This design comes from an exercise in tuning for small area and a short achievable clock period on the open sky130 flow, not from production work.

==> flow/design.v <==
module rld_ecc_enc (
    input  wire [63:0] data,
    output wire [7:0]  check,
    output wire        dpar      
);
    function [64*7-1:0] dpos_table(input integer unused);
        integer p, n;
        begin
            dpos_table = {64*7{1'b0}};
            n = 0;
            for (p = 1; p < 72; p = p + 1)
                if ((p & (p - 1)) != 0) begin
                    dpos_table[7*n +: 7] = p[6:0];
                    n = n + 1;
                end
        end
    endfunction
    localparam [64*7-1:0] DPOS = dpos_table(0);
    function [63:0] row_mask(input integer h);
        integer j;
        begin
            for (j = 0; j < 64; j = j + 1)
                row_mask[j] = (DPOS[7*j+3 +: 4] == h);
        end
    endfunction
    function [63:0] col_mask(input integer l);
        integer j;
        begin
            for (j = 0; j < 64; j = j + 1)
                col_mask[j] = (DPOS[7*j +: 3] == l);
        end
    endfunction
    wire [8:0] row;
    wire [7:0] col;
    genvar g;
    generate
        for (g = 0; g < 9; g = g + 1) begin : g_row
            assign row[g] = ^(data & row_mask(g));
        end
        for (g = 0; g < 8; g = g + 1) begin : g_col
            assign col[g] = ^(data & col_mask(g));
        end
    endgenerate
    wire c37 = col[3] ^ col[7];
    wire c56 = col[5] ^ col[6];
    wire r37 = row[3] ^ row[7];
    wire r56 = row[5] ^ row[6];
    assign check[0] = col[1] ^ col[5] ^ c37;
    assign check[1] = col[2] ^ col[6] ^ c37;
    assign check[2] = col[4] ^ col[7] ^ c56;
    assign check[3] = row[1] ^ row[5] ^ r37;
    assign check[4] = row[2] ^ row[6] ^ r37;
    assign check[5] = row[4] ^ row[7] ^ r56;
    assign check[6] = row[8];
    assign check[7] = (col[0] ^ col[3]) ^ c56 ^
                      (row[1] ^ row[2]) ^ (row[4] ^ row[7]) ^ row[8];
    assign dpar = ((col[0] ^ col[1]) ^ (col[2] ^ col[4])) ^ (c37 ^ c56);
endmodule
module rld_ecc (
    input  wire        clk,
    input  wire        rst,
    input  wire        in_valid,
    input  wire [71:0] in_code,
    input  wire [63:0] in_wdata,
    input  wire [7:0]  in_bmask,
    input  wire        in_wpoison,
    output reg         out_valid,
    output wire [63:0] out_data,
    output wire [71:0] out_code,
    output reg  [1:0]  out_status,
    output reg  [6:0]  out_syn,
    output wire        out_poison
);
    localparam [1:0] ST_CLEAN  = 2'd0;
    localparam [1:0] ST_CORR   = 2'd1;
    localparam [1:0] ST_POISON = 2'd2;
    localparam [1:0] ST_UE     = 2'd3;
    function [64*7-1:0] dpos_table(input integer unused);
        integer p, n;
        begin
            dpos_table = {64*7{1'b0}};
            n = 0;
            for (p = 1; p < 72; p = p + 1)
                if ((p & (p - 1)) != 0) begin
                    dpos_table[7*n +: 7] = p[6:0];
                    n = n + 1;
                end
        end
    endfunction
    localparam [64*7-1:0] DPOS = dpos_table(0);
    function integer part(input integer j);
        part = (DPOS[7*j+3 +: 4] == j / 8) ? 0 : 1;
    endfunction
    wire [63:0] rd_data = in_code[63:0];
    wire [7:0]  rd_recalc;
    wire        rd_dpar;
    rld_ecc_enc u_chk_enc (
        .data  (rd_data),
        .check (rd_recalc),
        .dpar  (rd_dpar)
    );
    wire [6:0] syn    = in_code[70:64] ^ rd_recalc[6:0];
    wire       parity = rd_dpar ^ (^in_code[71:64]);
    reg [63:0] pre;
    integer b;
    always @* begin
        for (b = 0; b < 8; b = b + 1)
            pre[8*b +: 8] = in_bmask[b] ? in_wdata[8*b +: 8] : rd_data[8*b +: 8];
    end
    wire [7:0] pre_check_lo, pre_check_hi;
    wire       pre_dpar_lo_unused, pre_dpar_hi_unused;
    rld_ecc_enc u_wr_enc_lo (
        .data  ({32'd0, pre[31:0]}),
        .check (pre_check_lo),
        .dpar  (pre_dpar_lo_unused)
    );
    rld_ecc_enc u_wr_enc_hi (
        .data  ({pre[63:32], 32'd0}),
        .check (pre_check_hi),
        .dpar  (pre_dpar_hi_unused)
    );
    function [7:0] part_cols(input integer b, input integer k);
        integer jj;
        begin
            part_cols = 8'd0;
            for (jj = 8*b; jj < 8*b + 8; jj = jj + 1)
                if (part(jj) == k)
                    part_cols[DPOS[7*jj +: 3]] = 1'b1;
        end
    endfunction
    function integer part_row(input integer b, input integer k);
        part_row = (b == 0) ? k : b + k;
    endfunction
    wire [15:0] syn_row = 16'd1 << syn[6:3];
    wire [7:0]  syn_col = 8'd1 << syn[2:0];
    reg [15:0] hit;
    integer j, k;
    always @* begin
        for (b = 0; b < 8; b = b + 1)
            for (k = 0; k < 2; k = k + 1)
                hit[2*b + k] = parity && !in_bmask[b] && syn_row[part_row(b, k)] &&
                               |(syn_col & part_cols(b, k));
    end
    reg [63:0] r_npre;       
    reg [7:0]  r_check_lo, r_check_hi;
    reg [15:0] r_hit;
    reg [7:0]  r_syn_col;    
    reg        r_syn_nz;     
    reg        r_syn_hi;     
    reg        r_parity;
    reg        r_wpoison;    
    reg        r_full;       
    always @(posedge clk) begin
        if (rst)
            out_valid <= 1'b0;
        else
            out_valid <= in_valid;
        r_npre     <= ~pre;
        r_check_lo <= pre_check_lo;
        r_check_hi <= pre_check_hi;
        out_syn    <= syn;
        r_hit      <= hit;
        r_syn_col  <= syn_col;
        r_syn_nz   <= (syn != 7'd0);
        r_syn_hi   <= (syn > 7'd71);
        r_parity   <= parity;
        r_wpoison  <= in_wpoison && (in_bmask != 8'h00);
        r_full     <= (in_bmask == 8'hFF);
    end
    wire [6:0] s = out_syn;
    always @* begin
        if (!r_syn_nz)
            out_status = r_parity ? ST_CORR : ST_CLEAN;
        else if (!r_parity)
            out_status = ST_UE;
        else if (s == 7'h7F)
            out_status = ST_POISON;
        else if (!r_syn_hi)
            out_status = ST_CORR;
        else
            out_status = ST_UE;
    end
    wire bad_word = r_syn_nz && (!r_parity || r_syn_hi);
    assign out_poison = r_wpoison || (bad_word && !r_full);
    reg [63:0] flip;
    always @* begin
        for (j = 0; j < 64; j = j + 1)
            flip[j] = r_hit[2*(j/8) + part(j)] && r_syn_col[DPOS[7*j +: 3]];
    end
    wire applied = |r_hit;
    assign out_data = ~(r_npre ^ flip);
    wire [7:0] r_check = r_check_lo ^ r_check_hi;
    wire [6:0] new_c  = r_check[6:0] ^ (applied ? s : 7'd0) ^ {7{out_poison}};
    wire       new_c7 = r_check[7] ^ (applied & ~(^s));
    assign out_code = {new_c7, new_c, out_data};
endmodule
export LEC_CHECK = 0
export CAP_MARGIN = 20
export CORE_MARGIN = 2
export CORE_UTILIZATION = 40
export SETUP_SLACK_MARGIN = 2.5
export SLEW_MARGIN = 20
create_clock -name core_clock -period 6.0 [get_ports {clk}]
standard.sh (not shown) runs the stock make flow with config.mk's settings and CLKGATE_MAP_FILE= SYNTH_SCRIPT=/design/flow/synth_recipe.tcl, a recipe that flattens the netlist after the stock synthesis.
==> flow/flow/run.sh <==
#!/bin/bash
# The standard layout, with two changes in how cells are chosen:
# - the port buffers are buf_1 cells (buffer_ports -buffer_cell);
# - the 3-input XOR/XNOR cells and the 3- and 4-input ORs are added to the platform's don't-use list,
#   so that synthesis builds the XOR trees from 2-input cells, which are
#   faster and smaller here.
# Every tool's output goes to the ORFS logs; make's own output to standard.log.
export BUFFER_PORTS_ARGS="-buffer_cell sky130_fd_sc_hd__buf_1"
EXTRA="sky130_fd_sc_hd__xnor3_1 sky130_fd_sc_hd__xnor3_2 sky130_fd_sc_hd__xnor3_4 sky130_fd_sc_hd__xor3_1 sky130_fd_sc_hd__xor3_2 sky130_fd_sc_hd__xor3_4 sky130_fd_sc_hd__or4_1 sky130_fd_sc_hd__or4_2 sky130_fd_sc_hd__or4_4 sky130_fd_sc_hd__or4b_1 sky130_fd_sc_hd__or4b_2 sky130_fd_sc_hd__or4b_4 sky130_fd_sc_hd__or4bb_1 sky130_fd_sc_hd__or4bb_2 sky130_fd_sc_hd__or4bb_4 sky130_fd_sc_hd__or3_1 sky130_fd_sc_hd__or3_2 sky130_fd_sc_hd__or3_4 sky130_fd_sc_hd__or3b_1 sky130_fd_sc_hd__or3b_2 sky130_fd_sc_hd__or3b_4"
# The platform's own don't-use list (platforms/sky130hd/config.mk).
PLATFORM="sky130_fd_sc_hd__probe_p_8 sky130_fd_sc_hd__probec_p_8 sky130_fd_sc_hd__lpflow_bleeder_1 sky130_fd_sc_hd__lpflow_clkbufkapwr_1 sky130_fd_sc_hd__lpflow_clkbufkapwr_16 sky130_fd_sc_hd__lpflow_clkbufkapwr_2 sky130_fd_sc_hd__lpflow_clkbufkapwr_4 sky130_fd_sc_hd__lpflow_clkbufkapwr_8 sky130_fd_sc_hd__lpflow_clkinvkapwr_1 sky130_fd_sc_hd__lpflow_clkinvkapwr_16 sky130_fd_sc_hd__lpflow_clkinvkapwr_2 sky130_fd_sc_hd__lpflow_clkinvkapwr_4 sky130_fd_sc_hd__lpflow_clkinvkapwr_8 sky130_fd_sc_hd__lpflow_decapkapwr_12 sky130_fd_sc_hd__lpflow_decapkapwr_3 sky130_fd_sc_hd__lpflow_decapkapwr_4 sky130_fd_sc_hd__lpflow_decapkapwr_6 sky130_fd_sc_hd__lpflow_decapkapwr_8 sky130_fd_sc_hd__lpflow_inputiso0n_1 sky130_fd_sc_hd__lpflow_inputiso0p_1 sky130_fd_sc_hd__lpflow_inputiso1n_1 sky130_fd_sc_hd__lpflow_inputiso1p_1 sky130_fd_sc_hd__lpflow_inputisolatch_1 sky130_fd_sc_hd__lpflow_isobufsrc_1 sky130_fd_sc_hd__lpflow_isobufsrc_16 sky130_fd_sc_hd__lpflow_isobufsrc_2 sky130_fd_sc_hd__lpflow_isobufsrc_4 sky130_fd_sc_hd__lpflow_isobufsrc_8 sky130_fd_sc_hd__lpflow_isobufsrckapwr_16 sky130_fd_sc_hd__lpflow_lsbuf_lh_hl_isowell_tap_1 sky130_fd_sc_hd__lpflow_lsbuf_lh_hl_isowell_tap_2 sky130_fd_sc_hd__lpflow_lsbuf_lh_hl_isowell_tap_4 sky130_fd_sc_hd__lpflow_lsbuf_lh_isowell_4 sky130_fd_sc_hd__lpflow_lsbuf_lh_isowell_tap_1 sky130_fd_sc_hd__lpflow_lsbuf_lh_isowell_tap_2 sky130_fd_sc_hd__lpflow_lsbuf_lh_isowell_tap_4"
bash standard.sh "DONT_USE_CELLS=$EXTRA $PLATFORM" finish > standard.log 2>&1
Next try:
--- a/flow/design.v
+++ b/flow/design.v
@@ -107,17 +107,12 @@
         for (b = 0; b < 8; b = b + 1)
             pre[8*b +: 8] = in_bmask[b] ? in_wdata[8*b +: 8] : rd_data[8*b +: 8];
     end
-    wire [7:0] pre_check_lo, pre_check_hi;
-    wire       pre_dpar_lo_unused, pre_dpar_hi_unused;
-    rld_ecc_enc u_wr_enc_lo (
-        .data  ({32'd0, pre[31:0]}),
-        .check (pre_check_lo),
-        .dpar  (pre_dpar_lo_unused)
-    );
-    rld_ecc_enc u_wr_enc_hi (
-        .data  ({pre[63:32], 32'd0}),
-        .check (pre_check_hi),
-        .dpar  (pre_dpar_hi_unused)
+    wire [7:0] pre_check;
+    wire       pre_dpar_unused;
+    rld_ecc_enc u_wr_enc (
+        .data  (pre),
+        .check (pre_check),
+        .dpar  (pre_dpar_unused)
     );
     function [7:0] part_cols(input integer b, input integer k);
         integer jj;
@@ -131,18 +126,21 @@
     function integer part_row(input integer b, input integer k);
         part_row = (b == 0) ? k : b + k;
     endfunction
-    wire [15:0] syn_row = 16'd1 << syn[6:3];
-    wire [7:0]  syn_col = 8'd1 << syn[2:0];
+    wire [7:0] syn_col = 8'd1 << syn[2:0];
+    function col_in(input [7:0] cols, input [2:0] c);
+        col_in = cols[c];
+    endfunction
     reg [15:0] hit;
     integer j, k;
     always @* begin
         for (b = 0; b < 8; b = b + 1)
             for (k = 0; k < 2; k = k + 1)
-                hit[2*b + k] = parity && !in_bmask[b] && syn_row[part_row(b, k)] &&
-                               |(syn_col & part_cols(b, k));
+                hit[2*b + k] = parity && !in_bmask[b] &&
+                               (syn[6:3] == part_row(b, k)) &&
+                               col_in(part_cols(b, k), syn[2:0]);
     end
     reg [63:0] r_npre;       
-    reg [7:0]  r_check_lo, r_check_hi;
+    reg [7:0]  r_check;
     reg [15:0] r_hit;
     reg [7:0]  r_syn_col;    
     reg        r_syn_nz;     
@@ -156,8 +154,7 @@
         else
             out_valid <= in_valid;
         r_npre     <= ~pre;
-        r_check_lo <= pre_check_lo;
-        r_check_hi <= pre_check_hi;
+        r_check    <= pre_check;
         out_syn    <= syn;
         r_hit      <= hit;
         r_syn_col  <= syn_col;
@@ -189,7 +186,6 @@
     end
     wire applied = |r_hit;
     assign out_data = ~(r_npre ^ flip);
-    wire [7:0] r_check = r_check_lo ^ r_check_hi;
     wire [6:0] new_c  = r_check[6:0] ^ (applied ? s : 7'd0) ^ {7{out_poison}};
     wire       new_c7 = r_check[7] ^ (applied & ~(^s));
     assign out_code = {new_c7, new_c, out_data};
Result:
- The changed run ran to the end with no violations
- critical path depth drops by 2
- wire length went up by roughly a tenth
- core utilization came out lower by 0.27 points
- maximum frequency decreases slightly
- worst setup slack is worse by 0.052 ns
- clock-buffer cell count falls by 9
Function was not checked in any run of this note: the RTL went through the layout flow alone.

==> separate check: timing with driven ports <==
In the flow no input, the clock included, has a driving cell. The finished layouts below were timed again as built, in two steps.
Step 1 assumes that a clkbuf_16 drives the clock port and a buf_2 every other input.
Step 2 also shifts input and output timing later by t, the mid clock arrival at the registers, as if the neighbouring blocks saw the same clock.
Slacks: ideal / step 1 / step 2; pairs: ideal / step 1.
run | t (ns) | setup slack, ns | slew at the worst register clock pin (ns)
the first run | 0.464 | 2.559 / 2.581 / 2.117 | 0.06 / 0.06
the second run | 0.411 | 2.507 / 2.526 / 2.115 | 0.09 / 0.09
After both steps setup and hold are still met in every run listed. For the first run, which loses most, drivers alone change the setup slack by +0.022 ns; drivers and shift together by -0.442 ns.
